This is an optimization exercise on Yosys and OpenROAD, whose aim is small area, a short achievable clock period and few clock cycles per item, not a production implementation. At most, simulation tests tie the RTL to the original design; equivalence was not proved. Only the layout flow was run in runs 4 to 6; the RTL was not checked for function there.

==> design/flow/design.v <==
module cmp_coder (
    input  wire        clk,
    input  wire        rst,         
    input  wire [1:0]  cfg_fmt,     
    input  wire [1:0]  cfg_type,    
    input  wire        cfg_pred,    
    input  wire [2:0]  cfg_e,       
    input  wire        in_valid,
    output wire        in_ready,
    input  wire [15:0] in_pix,
    input  wire        in_last,
    output reg         out_valid,
    input  wire        out_ready,
    output reg  [31:0] out_data,
    output reg         out_last,
    output wire [15:0] res_len,     
    output wire [15:0] res_npix,    
    output wire [31:0] res_crc      
);
    localparam [31:0] CRC_POLY = 32'h82F6_3B78;    
    reg        rst_r;        
    reg        run;          
    reg        rdy;          
    reg        pend;         
    reg        first_exp;    
    assign in_ready = rdy;
    wire accept = in_valid & rdy;
    reg [1:0] fmt_r;
    reg [1:0] type_r;
    reg       pred_r;
    reg [2:0] e_r;
    wire        is_raw = (type_r == 2'd1);
    wire        is_bnd = (type_r == 2'd3);
    wire [15:0] maxv   = (fmt_r == 2'd0) ? 16'h03FF : (fmt_r == 2'd1) ? 16'h0FFF : 16'hFFFF;
    wire [15:0] half   = (fmt_r == 2'd0) ? 16'h0200 : (fmt_r == 2'd1) ? 16'h0800 : 16'h8000;
    wire [2:0]  ee     = is_bnd ? e_r : 3'd0;           
    wire [3:0]  w      = {ee, 1'b1};                    
    reg        s0_v, s0_last, s0_first, s0_i1;
    reg [15:0] s0_pix;
    reg [1:0]  cnt;           
    always @(posedge clk) begin
        rst_r <= rst;
        if (rst_r) begin
            s0_v      <= 1'b0;
            first_exp <= 1'b1;
        end else if (run) begin
            s0_v     <= accept;
            s0_pix   <= in_pix;
            s0_last  <= in_last;
            s0_first <= first_exp;
            s0_i1    <= !first_exp && (cnt == 2'd1);
            if (accept) begin
                first_exp <= in_last;
                cnt       <= first_exp ? 2'd1 : (cnt == 2'd2) ? 2'd2 : cnt + 2'd1;
            end
        end
        if (rdy && first_exp) begin
            fmt_r  <= cfg_fmt;
            type_r <= cfg_type;
            pred_r <= cfg_pred;
            e_r    <= cfg_e;
        end
    end
    reg [15:0] x1, x2;        
    wire [15:0] x  = s0_pix & maxv;
    wire        i1 = s0_i1;
    wire [15:0] xp = s0_first ? half : (pred_r && !i1) ? x2 : x1;
    wire [1:0]  asel = s0_first ? 2'd0 : (pred_r && !i1) ? 2'd2 : 2'd1;
    wire [16:0] dd    = {1'b0, x} - {1'b0, xp};
    wire        sgn_c = (fmt_r == 2'd0) ? dd[9] : (fmt_r == 2'd1) ? dd[11] : dd[15];
    wire        sgn   = is_bnd ? dd[16] : sgn_c;
    wire [15:0] dabs  = (dd[15:0] ^ {16{sgn}}) + {15'd0, sgn};
    wire [15:0] mag   = is_bnd ? dabs : (dabs & maxv);
    function [5:0] dstep;
        input [3:0] r;
        input [1:0] bits;
        input [2:0] e;
        reg [5:0] t, w1, w2, w3;
        reg [6:0] d1, d2, d3;
        begin
            t  = {r, bits};
            w1 = {2'b00, e, 1'b1};
            w2 = {1'b0, e, 2'b10};
            w3 = {1'b0, e, 2'b10} + {2'b00, e, 1'b1};
            d1 = {1'b0, t} - {1'b0, w1};     
            d2 = {1'b0, t} - {1'b0, w2};     
            d3 = {1'b0, t} - {1'b0, w3};
            if (!d3[6])      dstep = {2'd3, d3[3:0]};
            else if (!d2[6]) dstep = {2'd2, d2[3:0]};
            else if (!d1[6]) dstep = {2'd1, d1[3:0]};
            else             dstep = {2'd0, t[3:0]};
        end
    endfunction
    reg [3:0]  r1;
    reg [5:0]  q1;
    integer i;
    always @(*) begin
        r1 = 4'd0;
        for (i = 2; i >= 0; i = i - 1)
            {q1[2*i+1 -: 2], r1} = dstep(r1, mag[2*i+11 -: 2], ee);
    end
    reg        s1_v, s1_last, s1_first, s1_sgn;
    reg [1:0]  s1_asel;
    reg [3:0]  s1_r;
    reg [15:0] s1_q;          
    always @(posedge clk) begin
        if (rst_r) begin
            s1_v <= 1'b0;
        end else if (run) begin
            s1_v     <= s0_v;
            s1_last  <= s0_last;
            s1_first <= s0_first;
            s1_sgn   <= sgn;
            s1_asel  <= asel;
            s1_r     <= r1;
            s1_q     <= {q1, mag[9:0]};
            if (s0_v) begin
                x2  <= x1;
                x1  <= x;
            end
        end
    end
    reg [3:0]  r2;
    reg [9:0]  q2;
    always @(*) begin
        r2 = s1_r;
        for (i = 4; i >= 0; i = i - 1)
            {q2[2*i+1 -: 2], r2} = dstep(r2, s1_q[2*i+1 -: 2], ee);
    end
    reg        s2_v, s2_last, s2_first, s2_sgn;
    reg [1:0]  s2_asel;
    reg [3:0]  s2_r;
    reg [15:0] s2_q;
    always @(posedge clk) begin
        if (rst_r) begin
            s2_v <= 1'b0;
        end else if (run) begin
            s2_v     <= s1_v;
            s2_last  <= s1_last;
            s2_first <= s1_first;
            s2_sgn   <= s1_sgn;
            s2_asel  <= s1_asel;
            s2_r     <= r2;
            s2_q     <= {s1_q[15:10], q2};
        end
    end
    reg signed [3:0] adj1, adj2;    
    reg [1:0]  ctx;                 
    reg [21:0] a_r [0:3];
    reg [5:0]  n_r [0:3];
    reg [3:0]  cused;               
    reg [13:0] npix;
    wire [15:0] x3 = s1_v ? x2 : x1;
    wire signed [3:0] adjp = (s2_asel == 2'd0) ? 4'sd0 : (s2_asel == 2'd1) ? adj1 : adj2;
    wire signed [5:0] tt   = $signed({2'b00, s2_r}) + (s2_sgn ? -{{2{adjp[3]}}, adjp} : {{2{adjp[3]}}, adjp});
    wire        corr = (tt > $signed({3'b000, ee}));
    wire signed [5:0] sp   = corr ? tt - $signed({2'b00, w}) : tt;    
    wire signed [5:0] s    = s2_sgn ? -sp : sp;                       
    wire [15:0] hu  = x3 - {{10{s[5]}}, s};
    wire [15:0] top = ~x3 & maxv;                                     
    wire        lo  = !s[5] && (x3[15:3] == 13'd0) && (x3[2:0] < s[2:0]);
    wire        hi  = s[5] && (top[15:3] == 13'd0) && ({1'b0, top[2:0]} < -s[3:0]);
    wire [15:0] h   = lo ? 16'd0 : hi ? maxv : hu;
    wire signed [3:0] adjn = lo ? $signed(x3[3:0]) : hi ? $signed(x3[3:0] - maxv[3:0]) : s[3:0];
    reg  [16:0] all1, all0;         
    integer ib;
    always @(*) begin
        all1[0] = 1'b1;
        all0[0] = 1'b1;
        for (ib = 1; ib <= 16; ib = ib + 1) begin
            all1[ib] = all1[ib-1] & s2_q[ib-1];
            all0[ib] = all0[ib-1] & ~s2_q[ib-1];
        end
    end
    wire        qz   = all0[16];
    wire        incq = corr & ~s2_sgn;
    wire        decq = ~corr & s2_sgn & ~qz;
    wire [14:0] mhi  = s2_q[14:0] ^ (({15{incq}} & all1[14:0]) | ({15{decq}} & all0[14:0]));
    wire [15:0] m    = {mhi, corr ? s2_sgn : (s2_sgn & ~qz)};
    wire [21:0] a_c = cused[ctx] ? a_r[ctx] : 22'd4;
    wire [5:0]  n_c = cused[ctx] ? n_r[ctx] : 6'd1;
    function lt6;
        input [5:0] a;
        input [5:0] b;
        integer i;
        reg r, e;
        begin
            r = 1'b0;
            e = 1'b1;
            for (i = 5; i >= 0; i = i - 1) begin
                r = r | (e & ~a[i] & b[i]);
                e = e & ~(a[i] ^ b[i]);
            end
            lt6 = r;
        end
    endfunction
    reg  [16:0] kok;
    reg  [22:0] hz;                 
    reg  [22:0] lz;                 
    integer kk;
    always @(*) begin
        hz[22] = 1'b1;
        for (kk = 21; kk >= 0; kk = kk - 1) hz[kk] = hz[kk+1] & ~a_c[kk];
        lz[0] = 1'b1;
        for (kk = 1; kk <= 22; kk = kk + 1) lz[kk] = lz[kk-1] & ~a_c[kk-1];
        for (kk = 0; kk <= 16; kk = kk + 1)
            kok[kk] = hz[kk+6] && (lt6(a_c[kk +: 6], n_c) || ((a_c[kk +: 6] == n_c) && lz[kk]));
    end
    reg  [4:0]  k;
    always @(*) begin
        k = 5'd16;
        for (kk = 16; kk >= 0; kk = kk - 1)
            if (kok[kk]) k = kk[4:0];
    end
    wire [4:0] b3 = (fmt_r == 2'd0) ? 5'd10 : (fmt_r == 2'd1) ? 5'd12 : 5'd16;
    function [31:0] zsh;
        input [31:0] c;
        input integer n;
        integer j;
        reg [31:0] cc;
        begin
            cc = c;
            for (j = 0; j < n; j = j + 1)
                cc = cc[0] ? ((cc >> 1) ^ CRC_POLY) : (cc >> 1);
            zsh = cc;
        end
    endfunction
    reg  [31:0] crc;          
    reg  [2:0]  cbits;        
    wire [31:0] crc_in = s2_first ? 32'd0 : crc;
    wire [2:0]  cb_in  = s2_first ? 3'd0 : cbits;
    wire [2:0]  cb_new = cb_in + b3[2:0];
    wire [31:0] u10 = zsh(crc_in ^ {16'd0, h}, 10);
    wire [31:0] u12 = zsh(u10, 2);
    wire [31:0] u14 = zsh(u12, 2);
    wire [31:0] u16 = zsh(u14, 2);
    wire [31:0] o32 = 32'hFFFF_FFFF;
    wire [4:0]  nsh = s2_last ? (b3 + {2'b00, 3'd0 - cb_new}) : b3;
    reg  [31:0] crc_new;
    always @(*) begin
        case (nsh)
            5'd10:   crc_new = u10 ^ zsh(o32, 10) ^ o32;
            5'd12:   crc_new = u12 ^ zsh(o32, 12) ^ o32;
            5'd14:   crc_new = u14 ^ zsh(o32, 14) ^ o32;
            default: crc_new = u16 ^ zsh(o32, 16) ^ o32;
        endcase
    end
    assign res_crc = crc;
    reg        s3_v, s3_last, s3_first, s3_raw;
    reg [1:0]  s3_fmt;
    reg [15:0] s3_m;          
    reg [4:0]  s3_k;
    integer j3;
    always @(posedge clk) begin
        if (rst_r) begin
            s3_v <= 1'b0;
            ctx   <= 2'd0;
            adj1  <= 4'sd0;
            adj2  <= 4'sd0;
            cused <= 4'd0;
        end else if (run) begin
            s3_v     <= s2_v;
            s3_last  <= s2_last;
            s3_first <= s2_first;
            s3_raw   <= is_raw;
            s3_fmt   <= fmt_r;
            s3_m     <= is_raw ? h : m;
            s3_k     <= k;
            if (s2_v) begin
                crc   <= crc_new;
                cbits <= cb_new;
                npix  <= s2_first ? 14'd1 : npix + 14'd1;
                adj2  <= adj1;
                adj1  <= is_bnd ? adjn : 4'sd0;
                ctx   <= (m == 16'd0) ? 2'd0 :
                         (m[15:2] == 14'd0 && !(m[1] && m[0])) ? 2'd1 :
                         (m[15:4] == 12'd0 && !(&m[3:0])) ? 2'd2 : 2'd3;
                if (!is_raw) begin
                    cused[ctx] <= 1'b1;
                    if (&n_c) begin
                        a_r[ctx] <= (a_c + {6'd0, m}) >> 1;
                        n_r[ctx] <= 6'd32;
                    end else begin
                        a_r[ctx] <= a_c + {6'd0, m};
                        n_r[ctx] <= n_c + 6'd1;
                    end
                end
                if (s2_last) begin
                    ctx   <= 2'd0;
                    cused <= 4'd0;
                end
            end
        end
    end
    assign res_npix = {2'b00, npix};
    wire [4:0] b4 = (s3_fmt == 2'd0) ? 5'd10 : (s3_fmt == 2'd1) ? 5'd12 : 5'd16;
    wire [15:0] mask4 = (s3_fmt == 2'd0) ? 16'h03FF : (s3_fmt == 2'd1) ? 16'h0FFF : 16'hFFFF;
    wire [15:0] qv    = s3_m >> s3_k;
    wire        esc   = (|qv[15:5]) | (qv[4] & qv[3]);
    reg  [16:0] ww;
    reg  [4:0]  uu;
    reg  [5:0]  clen;
    always @(*) begin
        if (s3_raw) begin
            ww   = {1'b0, ~s3_m & mask4};
            uu   = 5'd0;
            clen = {1'b0, b4};
        end else if (esc) begin
            ww   = {1'b0, ~s3_m & mask4};
            uu   = 5'd24;
            clen = 6'd24 + {1'b0, b4};
        end else begin
            ww   = {(~s3_m & ~(16'hFFFF << s3_k)), 1'b1};
            uu   = qv[4:0];
            clen = {1'b0, qv[4:0]} + 6'd1 + {1'b0, s3_k};
        end
    end
    reg [71:0] acc;           
    reg [6:0]  nbits;
    reg [15:0] nbytes;        
    reg        flushing;      
    wire        ins  = run && s3_v;
    wire [5:0]  sh   = nbits[5:0] + {1'b0, uu};
    wire [71:0] clr  = {55'd0, (ins ? ww : 17'd0)} << sh;
    wire [71:0] accI = acc & ~clr;
    wire [6:0]  nbI  = nbits + (ins ? {1'b0, clen} : 7'd0);
    wire endblk    = flushing || (ins && s3_last);    
    wire want      = endblk ? (nbI != 7'd0) : (nbI[6] | nbI[5]);
    wire take      = want && (!out_valid || out_ready);
    wire take_last = endblk && (nbI <= 7'd32);
    wire [6:0]  nb_t  = take_last ? 7'd0 : nbI - 7'd32;
    wire [6:0]  nb_n  = take ? nb_t : nbI;
    wire        ov_n  = want || (out_valid && !out_ready);
    wire [6:0]  lsum  = {4'd0, nbits[2:0]} + {1'b0, clen} + (s3_last ? 7'd7 : 7'd0);
    assign res_len = nbytes;
    wire pend_n  = (run && s2_v && s2_last) ? 1'b1 :
                   (out_valid && out_ready && out_last) ? 1'b0 : pend;
    wire s0v_n   = run ? accept : s0_v;
    wire s1v_n   = run ? s0_v : s1_v;
    wire s2v_n   = run ? s1_v : s2_v;
    wire s2f_n   = run ? s1_first : s2_first;
    wire fexp_n  = accept ? in_last : first_exp;
    wire ok_t    = (nb_t <= 7'd32);
    wire ok_k    = (nbI <= 7'd32);
    wire pack_ok = take ? ok_t : ok_k;
    wire hold3   = s2v_n && s2f_n && pend_n;
    wire run_n   = pack_ok && !hold3;
    wire rdy_n   = run_n && !(fexp_n && (s0v_n || s1v_n));
    always @(posedge clk) begin
        if (rst) begin
            run       <= 1'b0;
            rdy       <= 1'b0;
            out_valid <= 1'b0;
        end else if (rst_r) begin
            run       <= 1'b1;
            rdy       <= 1'b1;
            out_valid <= 1'b0;
        end else begin
            run       <= run_n;
            rdy       <= rdy_n;
            out_valid <= ov_n;
        end
        if (rst_r) begin
            acc      <= {72{1'b1}};
            nbits    <= 7'd0;
            flushing <= 1'b0;
            pend     <= 1'b0;
        end else begin
            acc      <= take ? {32'hFFFF_FFFF, accI[71:32]} : accI;
            nbits    <= nb_n;
            pend     <= pend_n;
            if (ins && s3_last) flushing <= 1'b1;
            if (take && take_last) flushing <= 1'b0;
        end
        if (take) begin
            out_data <= take_last ? (accI[31:0] & ~(32'hFFFF_FFFF << nbI[5:0])) : accI[31:0];
            out_last <= take_last;
        end
        if (ins) begin
            nbytes <= (s3_first ? 16'd0 : nbytes) + {12'd0, lsum[6:3]};
        end
    end
endmodule
==> design/flow/flow/run.sh <==
#!/bin/bash
set -uo pipefail
export SETUP_SLACK_MARGIN=43
export CTS_ARGS="-sink_clustering_enable -repair_clock_nets -sink_clustering_size 30 -sink_clustering_max_diameter 60 -dont_use_dummy_load -balance_levels"
bash standard.sh > standard.log 2>&1
==> design/flow/standard.sh <==
#!/bin/bash
# synth_recipe.tcl (not shown) runs the flow's synth.tcl, then flattens the netlist and writes it again
# the make line also repeats each setting of config.mk as NAME=value (left out here)
make -C /OpenROAD-flow-scripts/flow DESIGN_CONFIG=/design/flow/config.mk WORK_HOME=/design/flow/orfs CLKGATE_MAP_FILE= SYNTH_SCRIPT=/design/flow/synth_recipe.tcl "${@:-finish}"
==> design/flow/config.mk <==
export PLATFORM = sky130hd
export DESIGN_NAME = cmp_coder
export DESIGN_NICKNAME = cmp_coder
export VERILOG_FILES = /design/flow/design.v
export SDC_FILE = /design/flow/constraint.sdc
export NUM_CORES = 4
export LEC_CHECK = 0
export CAP_MARGIN = 20
export CORE_MARGIN = 2
export CORE_UTILIZATION = 55
export SLEW_MARGIN = 20
==> design/flow/constraint.sdc <==
create_clock -name core_clock -period 55.0 [get_ports {clk}]
set_input_delay 11.0000 -clock core_clock [delete_from_list [all_inputs] [get_ports {clk}]]
set_output_delay 11.0000 -clock core_clock [all_outputs]
set_load 0.01 [all_outputs]
==> results of run 1 <==
==> timing repair <==
| item | 4_1_cts | 5_1_grt |
|---|---|---|
| endpoints found under the setup margin | 209 | 165 |
| buffers inserted | 43 | 23 |
| pin swaps | 3 | 5 |
| resized for setup | 422 | 27 |
| gates cloned | 7 | 1 |
==> worst register-to-register path, delay by kind of cell (launching register included) <==
| kind | cells | cell delay [ns] |
|---|---|---|
| buffers and inverters | 5 | 0.73 |
| adders and majority gates | 7 | 2.29 |
| DFF | 1 | 0.39 |
| AOI/OAI and AO/OA | 17 | 3.46 |
| xor gates and xnor gates | 2 | 0.38 |
| and+or+nand+nor | 19 | 3.82 |
| muxes | 1 | 0.27 |
==> layout by cell type (no fill, tap or decap), types with 28 or more instances in the layout <==
master and n:
xnor2_1 241, mux4_2 36, mux2i_1 77, mux2_2 46
nor3_1 74, nand2_1 372, inv_1 164, o21bai_1 28
o22ai_1 36, maj3_1 55, nand2b_1 44, dfxtp_1 102
buf_2 91, nor2_1 289, a21oi_1 263, edfxtp_1 347
nor2b_1 55, nand3_1 48, xor2_1 84, buf_4 120
and2_1 39, o21ai_0 178, ha_1 176, o211ai_1 38
a21o_1 59, a31oi_1 37, or3_1 59, clkbuf_16 38
==> cells by family (layout without fill, tap and decap cells) <==
family / after synthesis / after routing / share of synthesized area (%)
fa+ha+maj: 260 / 260 / 9.732
simple gates: 1131 / 1132 / 15.90
compound gates: 899 / 899 / 17.03
other cells: 1 / 2 / 0.01102
buf+inv: 338 / 468 / 3.807
xor+xnor: 361 / 361 / 10.38
mux: 162 / 162 / 6.278
flops: 453 / 453 / 36.87
==> final timing paths <==
path	startpoint	to	slack (ns)	cells past startpoint
hold / removal	s1_last$_DFFE_PP_	s2_last$_DFFE_PP_	0.40	0
hold reg to reg	s1_last$_DFFE_PP_	s2_last$_DFFE_PP_	0.40	0
setup / recovery	crc[9]$_DFFE_PP_	res_crc[9]	42.83	1
setup reg to reg	pred_r$_DFFE_PP_	s1_r[3]$_DFFE_PP_	43.49	51
==> metrics by stage <==
step / utilization (%) / setup WS [ns] / cell area [um2] / hold WS, ns
floorplan: - / 42.83 / 34110 / 0.4003
global placement: 58.75 / 41.49 / 36120 / 0.4025
detailed placement: 58.75 / 41.47 / 36120 / 0.4054
CTS: 60.50 / 42.79 / 37200 / 0.3957
global route: 61.01 / 42.76 / 37510 / 0.4025
finish: 61.01 / 42.83 / 37510 / 0.3951
==> registers in the layout, summed over array words and instances, names as in the netlist, 4 cells and up, named ones only <==
signal,count
n_r,24
s1_r,4
s3_k,5
s0_pix,16
nbits,7
x2,16
s1_q,16
s2_q,16
out_data,32
acc,72
npix,14
crc,32
adj1,4
adj2,4
s3_m,16
x1,16
a_r,88
cused,4
s2_r,4
nbytes,16
==> cell type report <==
| class | count | share of cell area (%) |
|---|---|---|
| multi-input combinational | 2816 | 54.34 |
| timing repair buffer | 255 | 5.217 |
| sequential | 453 | 33.45 |
| tap | 790 | 2.635 |
| timing repair inverter | 2 | 0.04670 |
| clock buffer | 38 | 2.535 |
| inverter | 173 | 1.774 |
==> per-layer routing <==
layer  GRT usage (%)  vias to the layer above
met2           48.74                      867
met5               0                        -
li1                -                    13400
met4           7.540                        0
met3           3.419                      170
met1           39.51                    13490
==> out/results.ini, run 1 <==
[clock_network]
cts_made_buffers = 38
cts_buffer_depth = 3
tritoncts = done
insertion_delay_ns = 0.60
numClockSinks = 453
cts_root_buf = clkbuf_16
h-tree-depth = 2
cts_hold_buf = 0
clk_pin_slew_ns = 0.07

[detailed_routing]
vias = 27920
drt_pass1_iterations = 5
drc_errors = 0
routed_wl_um = 93310
postRouteAntennaNets = 0
met2_length_um = 44350
drt_iter0_drc = 2314
wl_met1_um = 41300
viasPerCell = 6.168
wl_met3_um = 5143
wl_per_cell_um = 20.61
top_layer = met4

[final_layout]
multiInputGateArea_um2 = 20380
areaGrowthSynthToFinish_pct = 10.26
regArea_um2 = 12550
final_cells = 4527
antenna_cells = 0
nets = 3973
drive_above_1_share_pct = 12.60
fillers = 5275

[hold_path]
hp-class = reg2reg

[timing]
slew_viol_final = 0
post-route-period-util_pct = 22.13
rsz0062_at_grt = yes
finalCriticalPeriod_ns = 12.17
worst_slew_pin_slew_ns = 1.007
slew_headroom_pct = 31.11
final-setup-viol-count = 0
hold_violations = 0
max_freq_ghz = 0.08216
fin_worst_skew_ns = 0.07885
setup_tns_ns = 0

[synth]
synth_cell_types = 111
ys_seq_area_share_pct = 36.87
ys_ff_latch = 453
yosysTopAreaCell = edfxtp_1
synth_edf_count = 347
netlist_area_um2 = 34020
synth_top_area_share_pct = 30.63
syn_area_per_cell_um2 = 9.437
yosysWarnings = 1
synth.most_common_cell = nand2_1
async_reset_ff_share_pct = 0
ys_top_cells_by_area = edfxtp_1 (31%), ha_1 (6.6%), dfxtp_1 (6.2%)
syn_inst = 3605
ys_top_cells_by_count = nand2_1 (375), edfxtp_1 (347), nor2_1 (291), a21oi_1 (268), xnor2_1 (242)
synth_flop_cell = edfxtp_1

[critical_path]
worst-setup-path-type = reg2out
cp_cell_sequence = buf_2
path_delay_family = flip-flops
crit_path_max_fanout = 2
worstPathRequired_ns = 44.00
cpMaxStageDelayCell = edfxtp_1
arrival_ns = 1.17
cpPeakStageDelay_ns = 0.44
crit_buf_inv = 1
setup.worst_path.start_class = flop
cp-end-kind = output pin

[global_route]
grt.overflow.total = 0
grt_pass1_vias = 26910
grt_pass1_wl_um = 147500
grt_start_max_net_pins = 73
antenna_found_initial = 0
grt_use_total_pct = 28.91

[floorplanning]
die_x_um = 252.7
design.die.area_um2 = 63860
coreArea_um2 = 61480
pin_count = 128
initial_core_util_pct = 55.33
die_y_um = 252.7
row_count = 91

[job]
maxCapViolations = 0

[place]
dp_hpwl_um = 67740
io_buffers = 125
placedCellCount = 4414
gp_congestion = 0.9229

[outcome]
status = complete, no violations

Testbench counts, summed over its fixed seeds: cycles 138,779, pixels 137,713.
==> inputs of run 2 (changes only) <==
--- a/design/flow/config.mk
+++ b/design/flow/config.mk
@@ -8,4 +8,6 @@
 export CAP_MARGIN = 20
 export CORE_MARGIN = 2
 export CORE_UTILIZATION = 55
+export GPL_ROUTABILITY_DRIVEN = 0
+export GPL_TIMING_DRIVEN = 0
 export SLEW_MARGIN = 20
==> out/results.ini, run 2 <==
[global_route]
grt_pass1_vias = 27990
antenna_found_initial = 3
grt.overflow.total = 0
grt_use_total_pct = 29.99
grt_start_max_net_pins = 50
grt_pass1_wl_um = 152400

[critical_path]
cp_cell_sequence = buf_2
cp-end-kind = output pin
cpMaxStageDelayCell = edfxtp_1
setup.worst_path.start_class = flop
worstPathRequired_ns = 44.00
r2r_setup_slack_ns = 43.38
worst-setup-path-type = reg2out
path_delay_family = flip-flops
arrival_ns = 1.23
cpPeakStageDelay_ns = 0.44
crit_path_max_fanout = 3
crit_buf_inv = 1

[detailed_routing]
wl_per_cell_um = 20.85
drt_pass1_iterations = 8
viasPerCell = 6.200
drt_iter0_drc = 2641
routed_wl_um = 97420
vias = 28970
drc_errors = 0
postRouteAntennaNets = 0

[synth]
ys_top_cells_by_area = edfxtp_1 (31%), ha_1 (6.6%), dfxtp_1 (6.2%)
syn_area_per_cell_um2 = 9.437
synth.most_common_cell = nand2_1
ys_seq_area_share_pct = 36.87
synth_cell_types = 111
async_reset_ff_share_pct = 0
ys_top_cells_by_count = nand2_1 (375), edfxtp_1 (347), nor2_1 (291), a21oi_1 (268), xnor2_1 (242)
netlist_area_um2 = 34020
synth_flop_cell = edfxtp_1
synth_edf_count = 347
syn_inst = 3605
yosysWarnings = 1
yosysTopAreaCell = edfxtp_1
synth_top_area_share_pct = 30.63
ys_ff_latch = 453

[final_layout]
top_register = a_r
nets = 4114
final_cells = 4672
drive_above_1_share_pct = 13.18
mostFrequentLayoutCell = nand2_1
largest_register_ffs = 88
reg_top3 = a_r (88), acc (72)
final_cell_mix = nand2_1 (371), edfxtp_1 (347), nor2_1 (287), a21oi_1 (263), xnor2_1 (234)
areaGrowthSynthToFinish_pct = 12.60
final_area_um2 = 38310
utilization_pct = 62.30

[place]
placedCellCount = 4542
dp_hpwl_um = 73830
placed_area_um2 = 36620
io_buffers = 125

[timing]
max_freq_ghz = 0.08180
hold_violations = 0
timing.hold.ws_ns = 0.3654
slew_headroom_pct = 27.53
setup_tns_ns = 0
post-route-period-util_pct = 22.23
worst_slew_pin_slew_ns = 1.060
fin_worst_skew_ns = 0.08117
slew_viol_final = 0
final-setup-viol-count = 0
rsz0062_at_grt = yes
finalCriticalPeriod_ns = 12.23

[floorplanning]
row_count = 91
design.die.area_um2 = 63860
pin_count = 128
initial_core_util_pct = 55.33
die_x_um = 252.7
die_y_um = 252.7
coreArea_um2 = 61480

[clock_network]
clk_pin_slew_ns = 0.09
cts_made_buffers = 43
insertion_delay_ns = 0.62
cts_hold_buf = 0
h-tree-depth = 2
numClockSinks = 453
tritoncts = done
cts_buffer_depth = 3
cts_root_buf = clkbuf_16

[hold_path]
hp-class = reg2reg

[job]
maxCapViolations = 0

[outcome]
status = complete, no violations

## run 2: final timing paths
| kind | from | end | cells past startpoint |
|---|---|---|---|
| worst max-delay path | npix[10]$_SDFFCE_PP0P_ | res_npix[10] | 1 |
| worst min-delay path | s0_last$_DFFE_PP_ | s1_last$_DFFE_PP_ | 0 |
| worst max register to register | s0_first$_DFFE_PP_ | s1_r[3]$_DFFE_PP_ | 53 |
| worst min register to register | s0_last$_DFFE_PP_ | s1_last$_DFFE_PP_ | 0 |
## run 2: worst reg2reg max path: cells and delay by family, from the launching register on
kind | cells | cell delay, ns
flops | 1 | 0.50
buf+inv | 9 | 1.52
fa+ha+maj | 7 | 2.10
compound gates | 18 | 3.34
simple gates | 16 | 3.31
mux | 1 | 0.25
xor+xnor | 2 | 0.34
## run 2: final cells by class
cell class / instances / area [um2]
fill: 5254 / 23180
buffer: 165 / 787.0
timing repair buffer: 229 / 1667
tap: 790 / 988.4
antenna: 4 / 10.01
clock buffer: 43 / 1076
multi-input combinational: 2815 / 20580
sequential: 453 / 12550
inverter: 173 / 651.9
## run 2: timing repair
action / 4_1_cts / 5_1_grt
gates resized for setup: 439 / 79
endpoints found under the hold margin: 0 / 0
cloned: 4 / 0
setup buffers: 46 / 33
setup endpoints to repair: 211 / 138
pin swaps: 4 / 13
## run 2: layer usage
metal  up-vias  global-route usage [%]  share of wire, %
met4         2                   10.45               3.2
met5         -                       0             0.017
met2      1061                   49.65                47
met3       223                   3.811               6.0
met1     14020                   40.55                44
li1      13660                       -                 -
## run 2: kinds of logic (layout without fill, tap and decap cells)
| kind of cell | after synthesis | after routing | share of synthesized area (%) |
|---|---|---|---|
| flops | 453 | 453 | 36.87 |
| fa+ha+maj | 260 | 260 | 9.732 |
| buf+inv | 338 | 610 | 3.807 |
| xor+xnor | 361 | 361 | 10.38 |
| simple gates | 1131 | 1131 | 15.90 |
| mux | 162 | 162 | 6.278 |
| compound gates | 899 | 899 | 17.03 |
| other cells | 1 | 6 | 0.01102 |
## run 2: stage by stage
stage	setup WS [ns]
2_1_floorplan	42.83
3_3_place_gp	41.64
3_5_place_dp	41.48
4_1_cts	42.74
5_1_grt	42.72
6_report	42.77
==> inputs of run 3 (changes only) <==
--- a/design/flow/config.mk
+++ b/design/flow/config.mk
@@ -7,7 +7,5 @@
 export LEC_CHECK = 0
 export CAP_MARGIN = 20
 export CORE_MARGIN = 2
-export CORE_UTILIZATION = 55
-export GPL_ROUTABILITY_DRIVEN = 0
-export GPL_TIMING_DRIVEN = 0
+export CORE_UTILIZATION = 58
 export SLEW_MARGIN = 20
==> out/results.ini, run 3 <==
[floorplanning]
design.die.area_um2 = 60610
die_y_um = 246.2
coreArea_um2 = 57810
initial_core_util_pct = 58.85
row_count = 88
die_x_um = 246.2
pin_count = 128

[critical_path]
cp-end-kind = output pin
cpPeakStageDelay_ns = 0.43
r2r_setup_slack_ns = 43.51
crit_path_max_fanout = 2
setup.worst_path.start_class = flop
path_delay_family = flip-flops
worst-setup-path-type = reg2out
cpMaxStageDelayCell = edfxtp_1
crit_buf_inv = 1
arrival_ns = 1.19
path_depth = 1
r2r.worst_path.cells = 52
worstPathRequired_ns = 44.00
cp_cell_sequence = buf_2

[final_layout]
largest_register_ffs = 88
nets = 3974
areaGrowthSynthToFinish_pct = 10.25
final_cell_mix = nand2_1 (372), edfxtp_1 (347), nor2_1 (287), a21oi_1 (264), xnor2_1 (240)
top_register = a_r
antenna_cells = 0
reg_top3 = a_r (88), acc (72)
drive_above_1_share_pct = 12.73
mostFrequentLayoutCell = nand2_1

[place]
dp_hpwl_um = 66480
gp_congestion = 0.9442
io_buffers = 125
dp_slack_ns = 41.31

[global_route]
grt.overflow.total = 0
grt_pass1_wl_um = 145400
antenna_found_initial = 0
grt_pass1_vias = 26610
grt_start_max_net_pins = 73
grt_use_total_pct = 29.99

[synth]
ys_top_cells_by_area = edfxtp_1 (31%), ha_1 (6.6%), dfxtp_1 (6.2%)
syn_inst = 3605
syn_area_per_cell_um2 = 9.437
synth_top_area_share_pct = 30.63
yosysTopAreaCell = edfxtp_1
ys_ff_latch = 453
async_reset_ff_share_pct = 0
synth_flop_cell = edfxtp_1
netlist_area_um2 = 34020
synth_edf_count = 347
ys_seq_area_share_pct = 36.87
synth_cell_types = 111
synth.most_common_cell = nand2_1
yosysWarnings = 1
ys_top_cells_by_count = nand2_1 (375), edfxtp_1 (347), nor2_1 (291), a21oi_1 (268), xnor2_1 (242)

[detailed_routing]
drt_pass1_iterations = 7
routed_wl_um = 92230
vias = 28070
drt_iter0_drc = 2378
viasPerCell = 6.233
drc_errors = 0
postRouteAntennaNets = 0
wl_per_cell_um = 20.48

[clock_network]
cts_root_buf = clkbuf_16
cts_made_buffers = 40
clk_pin_slew_ns = 0.08
numClockSinks = 453
tritoncts = done
cts_hold_buf = 0
cts_buffer_depth = 3
h-tree-depth = 2
insertion_delay_ns = 0.60

[timing]
post-route-period-util_pct = 22.16
slew_viol_final = 0
max_freq_ghz = 0.08204
final-setup-viol-count = 0
slew_headroom_pct = 28.91
fin_worst_skew_ns = 0.06450
setup_tns_ns = 0
fin_ws_ns = 42.81
rsz0062_at_grt = yes
hold_violations = 0
finalCriticalPeriod_ns = 12.19
worst_slew_pin_slew_ns = 1.057

[job]
maxCapViolations = 0

[hold_path]
hold-path-cell-count = 0
hp-class = reg2reg

[outcome]
status = complete, no violations

[run 3: cell types whose count changed in the layout (fill, tap and decap cells not counted), sizes merged]
| cell | previous run | this run |
|---|---|---|
| dlymetal6s2s | 0 | 1 |
| diode | 4 | 0 |
| nand3 | 50 | 51 |
| bufbuf | 0 | 3 |
| clkbuf | 175 | 40 |
| dlygate4sd2 | 1 | 0 |
| inv | 167 | 170 |
| buf | 234 | 222 |
[run 3: repair_timing]
action | CTS | global route
endpoints found under the setup margin | 209 | 183
gates resized for setup | 417 | 33
gates cloned | 7 | 1
pin swaps | 2 | 5
buffers inserted | 41 | 31
[run 3: layout make-up]
type                            instances  area [um2]
Multi-Input combinational cell       2816       20400
Fill cell                            4785       20300
Sequential cell                       453       12550
Timing Repair Buffer                  253        1906
Clock buffer                           40        1001
Tap cell                              765       957.2
Inverter                              173       665.6
Timing Repair inverter                  3       26.28
[run 3: cells by family after synthesis]
| kind of cell | count (synthesis) | synth area share [%] |
|---|---|---|
| AO/OA/AOI/OAI | 899 | 17.03 |
| XOR/XNOR | 361 | 10.38 |
| adder cells (fa/ha/maj) | 260 | 9.732 |
| buffers and inverters | 338 | 3.807 |
| flip-flops | 453 | 36.87 |
| multiplexers | 162 | 6.278 |
| other | 1 | 0.01102 |
| AND/OR/NAND/NOR | 1131 | 15.90 |
[run 3: routing by layer]
metal,global-route usage [%],wire (um),vias to the layer above,part of all wire (%)
li1,-,-,13390,-
met1,41.08,40180,13520,44
met2,50.13,43920,1008,48
met3,3.442,5664,152,6.1
met4,8.627,2468,0,2.7
met5,0,0,-,0
[run 3: metrics by stage]
stage / instances / hold slack, ns / utilization (%) / cell area, um2
2_1_floorplan: 3606 / 0.4003 / - / 34110
3_5_place_dp: 4383 / 0.4061 / 62.36 / 36050
4_1_cts: 4471 / 0.4214 / 64.23 / 37130
3_3_place_gp: 4383 / 0.4025 / 62.36 / 36050
6_report: 4503 / 0.4221 / 64.88 / 37510
5_1_grt: 4503 / 0.4332 / 64.88 / 37510
[run 3: worst paths after layout]
check,startpoint,to
max,out_last$_DFFE_PP_,out_last
min,s0_last$_DFFE_PP_,s1_last$_DFFE_PP_
max reg2reg,pred_r$_DFFE_PP_,s1_r[1]$_DFFE_PP_
min reg2reg,s0_last$_DFFE_PP_,s1_last$_DFFE_PP_
==> inputs of run 4 (changes only) <==
--- a/design/flow/design.v
+++ b/design/flow/design.v
@@ -226,10 +226,9 @@
         end
     endfunction
     reg  [31:0] crc;          
-    reg  [2:0]  cbits;        
     wire [31:0] crc_in = s2_first ? 32'd0 : crc;
-    wire [2:0]  cb_in  = s2_first ? 3'd0 : cbits;
-    wire [2:0]  cb_new = cb_in + b3[2:0];
+    wire [1:0]  nlo    = s2_first ? 2'd1 : npix[1:0] + 2'd1;    
+    wire [2:0]  cb_new = (fmt_r == 2'd0) ? {nlo, 1'b0} : (fmt_r == 2'd1) ? {nlo[0], 2'b00} : 3'd0;
     wire [31:0] u10 = zsh(crc_in ^ {16'd0, h}, 10);
     wire [31:0] u12 = zsh(u10, 2);
     wire [31:0] u14 = zsh(u12, 2);
@@ -268,7 +267,6 @@
             s3_k     <= k;
             if (s2_v) begin
                 crc   <= crc_new;
-                cbits <= cb_new;
                 npix  <= s2_first ? 14'd1 : npix + 14'd1;
                 adj2  <= adj1;
                 adj1  <= is_bnd ? adjn : 4'sd0;
--- a/design/flow/config.mk
+++ b/design/flow/config.mk
@@ -7,5 +7,5 @@
 export LEC_CHECK = 0
 export CAP_MARGIN = 20
 export CORE_MARGIN = 2
-export CORE_UTILIZATION = 58
+export CORE_UTILIZATION = 55
 export SLEW_MARGIN = 20
==> out/results.ini, run 4 <==
[detailed_routing]
drt_iter0_drc = 2665
drc_errors = 0
vias = 28640
wl_per_cell_um = 20.80
routed_wl_um = 96950
viasPerCell = 6.147
postRouteAntennaNets = 0
drt_pass1_iterations = 8

[final_layout]
nets = 4049
drive_above_1_share_pct = 13.87
areaGrowthSynthToFinish_pct = 11.61
reg_top3 = a_r (88), acc (72)
top_register = a_r
multiInputGateArea_um2 = 20930
fillers = 5207
largest_register_ffs = 88
regArea_um2 = 12460
mostFrequentLayoutCell = nand2_1
final_cell_mix = nand2_1 (377), edfxtp_1 (344), nor2_1 (304), a21oi_1 (259), xnor2_1 (211)

[timing]
rsz0062_at_grt = yes
post-route-period-util_pct = 22.15
hold_violations = 0
setup_tns_ns = 0
final-setup-viol-count = 0
slew_viol_final = 0
worst_slew_pin_slew_ns = 1.160
fin_worst_skew_ns = 0.08190
slew_headroom_pct = 22.57
max_freq_ghz = 0.08207
finalCriticalPeriod_ns = 12.18
timing.hold.ws_ns = 0.3959

[critical_path]
r2r.worst_path.cells = 55
cpMaxStageDelayCell = edfxtp_1
worst-setup-path-type = reg2out
critPathLaunch = nbytes[3]$_DFFE_PP_
setup.worst_path.start_class = flop
path_delay_family = flip-flops
reg2reg_from = pred_r$_DFFE_PP_
cp-end-kind = output pin
r2r_end = s1_r[1]$_DFFE_PP_
endpoint = res_len[3]
worstPathRequired_ns = 44.00
crit_buf_inv = 1
cpPeakStageDelay_ns = 0.42
arrival_ns = 1.18
r2r_setup_slack_ns = 43.50
path_depth = 1
cp_cell_sequence = buf_2
crit_path_max_fanout = 2

[clock_network]
h-tree-depth = 2
numClockSinks = 450
cts_hold_buf = 0
tritoncts = done
cts_made_buffers = 42
cts_root_buf = clkbuf_16
insertion_delay_ns = 0.60
clk_pin_slew_ns = 0.09
cts_buffer_depth = 3

[place]
dp_hpwl_um = 69620
gp_congestion = 0.9179
io_buffers = 125

[global_route]
grt.overflow.total = 0
use_met1_pct = 39.47
antenna_found_initial = 0
grt.met3_usage_pct = 3.339
use_met2_pct = 50.35
busiest_layer = met2
grt_start_max_net_pins = 73
grt_use_total_pct = 29.43
grt_pass1_vias = 27510
grt_pass1_wl_um = 149900

[synth]
ys_top_cells_by_count = nand2_1 (377), edfxtp_1 (344), nor2_1 (308), a21oi_1 (268), xnor2_1 (214)
ys_top_cells_by_area = edfxtp_1 (30%), ha_1 (6.3%), dfxtp_1 (6.2%)
netlist_area_um2 = 34220
synth_edf_count = 344
synth_top_area_share_pct = 30.18
synth_cell_types = 115
synth.most_common_cell = nand2_1
yosysTopAreaCell = edfxtp_1
syn_inst = 3649
yosysWarnings = 1
ys_seq_area_share_pct = 36.38
async_reset_ff_share_pct = 0
syn_area_per_cell_um2 = 9.379
ys_ff_latch = 450
synth_flop_cell = edfxtp_1

[floorplanning]
pin_count = 128
design.die.area_um2 = 64240
initial_core_util_pct = 55.56
row_count = 91
die_x_um = 253.5
die_y_um = 253.5
coreArea_um2 = 61600

[job]
maxCapViolations = 0

[outcome]
status = complete, no violations

[hold_path]
hp-class = reg2reg

==> run 4: cell types whose count changed after synthesis, sizes merged, moves of 7 or more <==
cell and change:
nand3 +31, ha -8, o21ai +41, mux2 -7
o21a +12, or3 -16, nor2b +14, xnor2 -20
a31oi +9, xor2 +22, inv -23, nor2 +16
nor4 -13
==> run 4: area by class of cell <==
cell class	instances	area share [%]
Multi-Input combinational cell	2889	54.80
Sequential cell	450	32.61
Timing Repair Buffer	290	5.546
Clock buffer	42	2.751
Tap cell	837	2.742
Inverter	149	1.513
Timing Repair inverter	1	0.02293
Antenna cell	2	0.01310
==> run 4: cells by family after synthesis <==
family,Yosys count,share of synthesized area (%)
AOI/OAI and AO/OA,950,17.78
xor gates and xnor gates,362,10.85
adders and majority gates,256,9.498
buffers and inverters,314,3.575
DFF,450,36.38
muxes,155,5.864
other,1,0.01096
and+or+nand+nor,1161,16.04
==> run 4: metal layers <==
metal / vias to the layer above / wire (um)
li1: 13650 / -
met1: 13860 / 41840
met3: 171 / 5623
met2: 964 / 47020
met4: 0 / 2465
met5: - / 0
==> run 4: worst min-delay path by stage <==
stage          depth (start not counted)                startpoint                   end  slack (ns)
6_report                               0    s1_q[15]$_SDFFCE_PN1P_    s2_q[15]$_DFFE_PP_        0.40
5_1_grt                                0    s1_q[15]$_SDFFCE_PN1P_    s2_q[15]$_DFFE_PP_        0.40
4_1_cts                                0    s1_q[15]$_SDFFCE_PN1P_    s2_q[15]$_DFFE_PP_        0.39
3_5_place_dp                           0         s0_last$_DFFE_PP_     s1_last$_DFFE_PP_        0.41
3_3_place_gp                           0  s1_asel[0]$_SDFFCE_PP0P_  s2_asel[0]$_DFFE_PP_        0.41
2_1_floorplan                          0         s0_last$_DFFE_PP_     s1_last$_DFFE_PP_        0.40
==> run 4: timing repair <==
item / CTS / global route
setup buffers: 71 / 45
endpoints found under the setup margin: 212 / 145
resized for setup: 417 / 51
cloned: 5 / 1
pin swaps: 7 / 10
==> run 4: stage by stage <==
stage                     cell area (um2)  setup slack, ns  util (%)  cells
after detailed placement            36270            41.14     58.88   4493
after global routing                38190            42.78     62.00   4658
after floorplan                     34310            43.01         -   3650
after CTS                           37610            42.78     61.05   4611
after global placement              36270            41.27     58.88   4493
final                               38200            42.82     62.01   4660
==> inputs of run 5 (changes only) <==
--- a/design/flow/design.v
+++ b/design/flow/design.v
@@ -66,11 +66,11 @@
     wire        i1 = s0_i1;
     wire [15:0] xp = s0_first ? half : (pred_r && !i1) ? x2 : x1;
     wire [1:0]  asel = s0_first ? 2'd0 : (pred_r && !i1) ? 2'd2 : 2'd1;
-    wire [16:0] dd    = {1'b0, x} - {1'b0, xp};
-    wire        sgn_c = (fmt_r == 2'd0) ? dd[9] : (fmt_r == 2'd1) ? dd[11] : dd[15];
-    wire        sgn   = is_bnd ? dd[16] : sgn_c;
-    wire [15:0] dabs  = (dd[15:0] ^ {16{sgn}}) + {15'd0, sgn};
-    wire [15:0] mag   = is_bnd ? dabs : (dabs & maxv);
+    wire [16:0] dpos  = {1'b0, x} - {1'b0, xp};
+    wire [16:0] dneg  = {1'b0, xp} - {1'b0, x};
+    wire        sgn_c = (fmt_r == 2'd0) ? dpos[9] : (fmt_r == 2'd1) ? dpos[11] : dpos[15];
+    wire        sgn   = is_bnd ? dpos[16] : sgn_c;
+    wire [15:0] mag   = (sgn ? dneg[15:0] : dpos[15:0]) & (is_bnd ? 16'hFFFF : maxv);
     function [5:0] dstep;
         input [3:0] r;
         input [1:0] bits;
@@ -226,9 +226,10 @@
         end
     endfunction
     reg  [31:0] crc;          
+    reg  [2:0]  cbits;        
     wire [31:0] crc_in = s2_first ? 32'd0 : crc;
-    wire [1:0]  nlo    = s2_first ? 2'd1 : npix[1:0] + 2'd1;    
-    wire [2:0]  cb_new = (fmt_r == 2'd0) ? {nlo, 1'b0} : (fmt_r == 2'd1) ? {nlo[0], 2'b00} : 3'd0;
+    wire [2:0]  cb_in  = s2_first ? 3'd0 : cbits;
+    wire [2:0]  cb_new = cb_in + b3[2:0];
     wire [31:0] u10 = zsh(crc_in ^ {16'd0, h}, 10);
     wire [31:0] u12 = zsh(u10, 2);
     wire [31:0] u14 = zsh(u12, 2);
@@ -267,6 +268,7 @@
             s3_k     <= k;
             if (s2_v) begin
                 crc   <= crc_new;
+                cbits <= cb_new;
                 npix  <= s2_first ? 14'd1 : npix + 14'd1;
                 adj2  <= adj1;
                 adj1  <= is_bnd ? adjn : 4'sd0;
==> design/flow/flow/run.sh (replaced) <==
#!/bin/bash
set -uo pipefail
export SETUP_SLACK_MARGIN=43
bash standard.sh > standard.log 2>&1
--- a/design/flow/config.mk
+++ b/design/flow/config.mk
@@ -8,4 +8,6 @@
 export CAP_MARGIN = 20
 export CORE_MARGIN = 2
 export CORE_UTILIZATION = 55
+export CTS_CLUSTER_DIAMETER = 80
+export CTS_CLUSTER_SIZE = 34
 export SLEW_MARGIN = 20
==> out/results.ini, run 5 <==
[detailed_routing]
drc_errors = 0
vias = 28720
drt_iter0_drc = 2524
wl_per_cell_um = 21.55
viasPerCell = 6.172
routed_wl_um = 100300
postRouteAntennaNets = 0
drt_pass1_iterations = 8

[synth]
async_reset_ff_share_pct = 0
ys_seq_area_share_pct = 36.61
netlist_area_um2 = 34250
syn_inst = 3646
yosysWarnings = 1
yosysTopAreaCell = edfxtp_1
ys_top_cells_by_area = edfxtp_1 (30%), ha_1 (7.0%), dfxtp_1 (6.2%)
ys_ff_latch = 453
syn_area_per_cell_um2 = 9.395
synth_top_area_share_pct = 30.42
synth.most_common_cell = nand2_1
synth_edf_count = 347
synth_flop_cell = edfxtp_1
synth_cell_types = 95
ys_top_cells_by_count = nand2_1 (356), edfxtp_1 (347), nor2_1 (315), a21oi_1 (237), o21ai_0 (227)

[timing]
worst_slew_pin_slew_ns = 1.096
hold_violations = 0
slew_viol_final = 0
final-setup-viol-count = 0
rsz0062_at_grt = yes
setup_tns_ns = 0
fin_worst_skew_ns = 0.04953
max_freq_ghz = 0.08183
post-route-period-util_pct = 22.22
slew_headroom_pct = 26.52
finalCriticalPeriod_ns = 12.22

[hold_path]
hp-class = reg2reg

[critical_path]
path_delay_family = flip-flops
setup.worst_path.start_class = flop
arrival_ns = 1.22
worst-setup-path-type = reg2out
cp_cell_sequence = buf_2
crit_buf_inv = 1
cpPeakStageDelay_ns = 0.47
crit_path_max_fanout = 2
cp-end-kind = output pin
cpMaxStageDelayCell = edfxtp_1
worstPathRequired_ns = 44.00

[final_layout]
mostFrequentLayoutCell = nand2_1
top_register = a_r
antenna_cells = 0
areaGrowthSynthToFinish_pct = 11.79
nets = 4039
drive_above_1_share_pct = 12.81
reg_top3 = a_r (88), acc (72)
largest_register_ffs = 88
final_cell_mix = nand2_1 (356), edfxtp_1 (347), nor2_1 (312), a21oi_1 (235), o21ai_0 (226)
fillers = 5148

[global_route]
grt_pass1_vias = 27860
grt_start_max_net_pins = 58
grt_pass1_wl_um = 155900
antenna_found_initial = 0
grt_use_total_pct = 30.79
grt.overflow.total = 0

[clock_network]
cts_root_buf = clkbuf_16
insertion_delay_ns = 0.61
numClockSinks = 453
clk_pin_slew_ns = 0.10
cts_hold_buf = 0
tritoncts = done
h-tree-depth = 2
cts_buffer_depth = 3
cts_made_buffers = 34

[floorplanning]
design.die.area_um2 = 64290
die_x_um = 253.6
row_count = 91
initial_core_util_pct = 55.61
die_y_um = 253.6
coreArea_um2 = 61600
pin_count = 128

[job]
maxCapViolations = 0

[place]
dp_hpwl_um = 72930
gp_congestion = 0.9429
io_buffers = 125

[outcome]
status = complete, no violations

==> run 5: what timing repair did <==
item,in CTS,in global routing
gates resized for setup,412,11
gates cloned,5,0
pin swaps,2,1
setup endpoints to repair,213,114
setup buffers,56,26
==> run 5: worst paths after layout <==
| path | start | endpoint | slack [ns] | cells after the start |
|---|---|---|---|---|
| worst min-delay path | s1_asel[1]$_SDFFCE_PP0P_ | s2_asel[1]$_DFFE_PP_ | 0.44 | 0 |
| worst min register to register | s1_asel[1]$_SDFFCE_PP0P_ | s2_asel[1]$_DFFE_PP_ | 0.44 | 0 |
| worst max register to register | s2_asel[1]$_DFFE_PP_ | crc[3]$_DFFE_PP_ | 43.53 | 33 |
| worst max-delay path | crc[15]$_DFFE_PP_ | res_crc[15] | 42.78 | 1 |
==> run 5: through the flow <==
stage	worst slack (ns)	hold slack, ns	instances	area (um2)	utilization [%]
2_1_floorplan	42.85	0.4003	3647	34340	-
3_3_place_gp	41.52	0.4050	4504	36430	59.14
4_1_cts	42.75	0.4345	4626	37980	61.66
6_report	42.78	0.4429	4653	38290	62.16
5_1_grt	42.77	0.4412	4653	38290	62.16
3_5_place_dp	41.42	0.4057	4504	36430	59.15
==> run 5: layout make-up <==
class | count | area [um2] | area share (%)
Multi-Input combinational cell | 2842 | 20540 | 53.65
Sequential cell | 453 | 12550 | 32.78
Timing Repair Buffer | 271 | 2077 | 5.424
Tap cell | 837 | 1047 | 2.735
Clock buffer | 38 | 929.6 | 2.428
Inverter | 189 | 714.4 | 1.866
Clock inverter | 23 | 429.2 | 1.121
==> run 5: logic make-up after synthesis <==
| family | after synthesis | synth area share [%] |
|---|---|---|
| xor gates and xnor gates | 366 | 10.49 |
| buffers and inverters | 352 | 3.927 |
| other | 1 | 0.01095 |
| DFF | 453 | 36.61 |
| AOI/OAI and AO/OA | 902 | 16.73 |
| muxes | 181 | 6.823 |
| adders and majority gates | 269 | 10.08 |
| and+or+nand+nor | 1122 | 15.33 |
==> run 5: per-layer routing <==
layer,track usage [%],vias up,wire [um]
met2,53.24,1107,48970
li1,-,13490,-
met5,0,-,0
met3,3.483,218,6031
met1,39.53,13900,41310
met4,11.85,0,3974
==> inputs of run 6 (changes only) <==
--- a/design/flow/design.v
+++ b/design/flow/design.v
@@ -66,11 +66,11 @@
     wire        i1 = s0_i1;
     wire [15:0] xp = s0_first ? half : (pred_r && !i1) ? x2 : x1;
     wire [1:0]  asel = s0_first ? 2'd0 : (pred_r && !i1) ? 2'd2 : 2'd1;
-    wire [16:0] dpos  = {1'b0, x} - {1'b0, xp};
-    wire [16:0] dneg  = {1'b0, xp} - {1'b0, x};
-    wire        sgn_c = (fmt_r == 2'd0) ? dpos[9] : (fmt_r == 2'd1) ? dpos[11] : dpos[15];
-    wire        sgn   = is_bnd ? dpos[16] : sgn_c;
-    wire [15:0] mag   = (sgn ? dneg[15:0] : dpos[15:0]) & (is_bnd ? 16'hFFFF : maxv);
+    wire [16:0] dd    = {1'b0, x} - {1'b0, xp};
+    wire        sgn_c = (fmt_r == 2'd0) ? dd[9] : (fmt_r == 2'd1) ? dd[11] : dd[15];
+    wire        sgn   = is_bnd ? dd[16] : sgn_c;
+    wire [15:0] dabs  = (dd[15:0] ^ {16{sgn}}) + {15'd0, sgn};
+    wire [15:0] mag   = is_bnd ? dabs : (dabs & maxv);
     function [5:0] dstep;
         input [3:0] r;
         input [1:0] bits;
@@ -269,7 +269,6 @@
             if (s2_v) begin
                 crc   <= crc_new;
                 cbits <= cb_new;
-                npix  <= s2_first ? 14'd1 : npix + 14'd1;
                 adj2  <= adj1;
                 adj1  <= is_bnd ? adjn : 4'sd0;
                 ctx   <= (m == 16'd0) ? 2'd0 :
@@ -292,6 +291,9 @@
             end
         end
     end
+    wire npix_inc = run && s2_v;
+    always @(posedge clk)
+        npix <= (npix_inc && s2_first) ? 14'd1 : npix + {13'd0, npix_inc};
     assign res_npix = {2'b00, npix};
     wire [4:0] b4 = (s3_fmt == 2'd0) ? 5'd10 : (s3_fmt == 2'd1) ? 5'd12 : 5'd16;
     wire [15:0] mask4 = (s3_fmt == 2'd0) ? 16'h03FF : (s3_fmt == 2'd1) ? 16'h0FFF : 16'hFFFF;
@@ -372,12 +374,9 @@
             if (ins && s3_last) flushing <= 1'b1;
             if (take && take_last) flushing <= 1'b0;
         end
-        if (take) begin
-            out_data <= take_last ? (accI[31:0] & ~(32'hFFFF_FFFF << nbI[5:0])) : accI[31:0];
-            out_last <= take_last;
-        end
-        if (ins) begin
-            nbytes <= (s3_first ? 16'd0 : nbytes) + {12'd0, lsum[6:3]};
-        end
+        out_data <= take ? (take_last ? (accI[31:0] & ~(32'hFFFF_FFFF << nbI[5:0])) : accI[31:0])
+                         : (out_data & {32{out_valid}});
+        out_last <= take ? take_last : (out_last & out_valid);
+        nbytes <= ((ins && s3_first) ? 16'd0 : nbytes) + {12'd0, ins ? lsum[6:3] : 4'd0};
     end
 endmodule
==> design/flow/flow/run.sh (replaced) <==
#!/bin/bash
set -uo pipefail
export SETUP_SLACK_MARGIN=43
export CTS_ARGS="-sink_clustering_enable -repair_clock_nets -sink_clustering_size 30 -sink_clustering_max_diameter 60 -dont_use_dummy_load -balance_levels"
bash standard.sh > standard.log 2>&1
--- a/design/flow/config.mk
+++ b/design/flow/config.mk
@@ -8,6 +8,4 @@
 export CAP_MARGIN = 20
 export CORE_MARGIN = 2
 export CORE_UTILIZATION = 55
-export CTS_CLUSTER_DIAMETER = 80
-export CTS_CLUSTER_SIZE = 34
 export SLEW_MARGIN = 20
==> out/results.ini, run 6 <==
[outcome]
status = complete, no violations

[detailed_routing]
postRouteAntennaNets = 0
wl_per_cell_um = 20.96
drt_iter0_drc = 2274
vias = 28840
drt_pass1_iterations = 8
viasPerCell = 6.270
routed_wl_um = 96400
drc_errors = 0

[clock_network]
cts_hold_buf = 0
clk_pin_slew_ns = 0.06
cts_buffer_depth = 3
cts_root_buf = clkbuf_16
numClockSinks = 453
cts_made_buffers = 43
insertion_delay_ns = 0.60
h-tree-depth = 2
tritoncts = done

[synth]
syn_area_per_cell_um2 = 9.246
synth.most_common_cell = nand2_1
synth_edf_count = 284
yosysWarnings = 1
syn_inst = 3688
ys_ff_latch = 453
ys_top_cells_by_count = nand2_1 (389), nor2_1 (318), edfxtp_1 (284), xnor2_1 (250), a21oi_1 (212)
synth_top_area_share_pct = 25.01
async_reset_ff_share_pct = 0
synth_flop_cell = edfxtp_1
yosysTopAreaCell = edfxtp_1
ys_seq_area_share_pct = 34.93
synth_cell_types = 107
ys_top_cells_by_area = edfxtp_1 (25%), dfxtp_1 (9.9%), ha_1 (6.5%)
netlist_area_um2 = 34100

[final_layout]
antenna_cells = 0
fillers = 5270
areaGrowthSynthToFinish_pct = 11.72
final_cell_mix = nand2_1 (387), nor2_1 (318), edfxtp_1 (284), xnor2_1 (241), a21oi_1 (210)
largest_register_ffs = 88
top_register = a_r
nets = 4044
reg_top3 = a_r (88), acc (72)
mostFrequentLayoutCell = nand2_1
drive_above_1_share_pct = 13.36

[critical_path]
endpoint = res_crc[1]
crit_path_max_fanout = 2
crit_buf_inv = 1
r2r_setup_slack_ns = 43.65
reg2reg_from = fmt_r[0]$_DFFE_PP_
cpPeakStageDelay_ns = 0.45
cp-end-kind = output pin
critPathLaunch = crc[1]$_DFFE_PP_
cp_cell_sequence = buf_2
r2r_end = s1_r[3]$_DFFE_PP_
worst-setup-path-type = reg2out
r2r.worst_path.cells = 46
path_delay_family = flip-flops
path_depth = 1
cpMaxStageDelayCell = edfxtp_1
setup.worst_path.start_class = flop
arrival_ns = 1.17
worstPathRequired_ns = 44.00

[timing]
worst_slew_pin_slew_ns = 1.057
fin_worst_skew_ns = 0.06615
rsz0062_at_grt = yes
finalCriticalPeriod_ns = 12.17
timing.hold.ws_ns = 0.3942
final-setup-viol-count = 0
post-route-period-util_pct = 22.13
fin_ws_ns = 42.83
setup_tns_ns = 0
hold_violations = 0
slew_viol_final = 0
max_freq_ghz = 0.08216
slew_headroom_pct = 29.39

[floorplanning]
die_x_um = 253.0
design.die.area_um2 = 64010
row_count = 91
pin_count = 128
initial_core_util_pct = 55.46
die_y_um = 253.0
coreArea_um2 = 61480

[place]
dp_hpwl_um = 70740
gp_congestion = 0.9218
io_buffers = 125
dp_slack_ns = 41.86

[global_route]
grt_pass1_wl_um = 152000
grt.overflow.total = 0
grt_start_max_net_pins = 64
grt_use_total_pct = 29.71
grt_pass1_vias = 28140
antenna_found_initial = 0

[hold_path]
hp-class = reg2reg

[job]
maxCapViolations = 0

run 6: cell families (layout without fill, tap and decap cells):
logic type                 after synthesis  after routing  synth area share (%)
AOI/OAI and AO/OA                      947            947                 18.32
and+or+nand+nor                       1147           1148                 15.81
DFF                                    453            453                 34.93
adders and majority gates              257            257                 9.614
muxes                                  157            157                 5.955
xor gates and xnor gates               386            386                 11.50
buffers and inverters                  340            460                 3.853
other                                    1              2               0.01100
run 6: worst min path at each step:
stage / depth (start not counted) / from / end
5_1_grt: 0 / s1_q[13]$_SDFFCE_PN1P_ / s2_q[13]$_DFFE_PP_
3_5_place_dp: 0 / s1_asel[1]$_SDFFCE_PP0P_ / s2_asel[1]$_DFFE_PP_
6_report: 0 / s1_q[13]$_SDFFCE_PN1P_ / s2_q[13]$_DFFE_PP_
3_3_place_gp: 0 / s1_q[15]$_SDFFCE_PN1P_ / s2_q[15]$_DFFE_PP_
2_1_floorplan: 0 / s0_last$_DFFE_PP_ / s1_last$_DFFE_PP_
4_1_cts: 0 / s1_q[13]$_SDFFCE_PN1P_ / s2_q[13]$_DFFE_PP_
run 6: area by class of cell:
cell class | instances | area [um2] | share of cell area [%]
Inverter | 164 | 615.6 | 1.616
Tap cell | 790 | 988.4 | 2.595
Timing Repair Buffer | 253 | 2258 | 5.928
Sequential cell | 453 | 12010 | 31.54
Clock buffer | 43 | 1076 | 2.825
Multi-Input combinational cell | 2897 | 21140 | 55.50
run 6: repair_timing:
action | in CTS | in global routing
buffers inserted | 52 | 19
endpoints found under the setup margin | 203 | 109
gates cloned | 4 | 0
pin swaps | 2 | 3
gates resized for setup | 543 | 29
run 6: layer usage:
layer  wire (um)  track usage (%)  vias up
met4        3107            9.349        0
met3        5876            3.300      220
li1            -                -    13650
met1       41440            39.83    13970
met2       45980            50.38     1005
met5           0                0        -
run 6: stage by stage:
step	util [%]	instances	cell area, um2
floorplan	-	3689	34230
global placement	58.78	4482	36140
detailed placement	58.79	4482	36140
CTS	61.50	4581	37810
global route	61.96	4600	38100
finish	61.96	4600	38100

## what the ideal ports hide
How much do the figures lean on ideal ports? The routed layouts below were timed once more, with nothing changed but the port constraints. Step 1 (the two cells are an assumption about what drives the block):
set clk [get_ports {clk}]
set_driving_cell -lib_cell sky130_fd_sc_hd__clkbuf_16 $clk
set_driving_cell -lib_cell sky130_fd_sc_hd__buf_2 [delete_from_list [all_inputs] $clk]
Step 2 adds t to the input delays and takes it off the output delays; t is the mean of the earliest and latest rising clock arrival at the registers after step 1. Input paths then give back, and output paths get back, about the clock's delay inside the block. Slacks: no drivers / after step 1 / after step 2; pairs: no drivers / after step 1.
run	shift t [ns]	setup slack, ns	clock arrival spread, ns
run 1	0.626	42.828 / 42.763 / 42.620	0.084 / 0.084
run 2	0.637	42.774 / 42.711 / 42.477	0.088 / 0.087
run 3	0.627	42.811 / 42.747 / 42.630	0.077 / 0.077
run 4	0.629	42.816 / 42.751 / 42.655	0.085 / 0.085
run 5	0.647	42.779 / 42.715 / 42.443	0.061 / 0.060
run 6	0.634	42.829 / 42.764 / 42.508	0.066 / 0.066
After both steps every run listed still meets setup and hold. The setup slack of run 5, which loses most, moves by -0.064 ns with the drivers and by -0.336 ns with both steps.
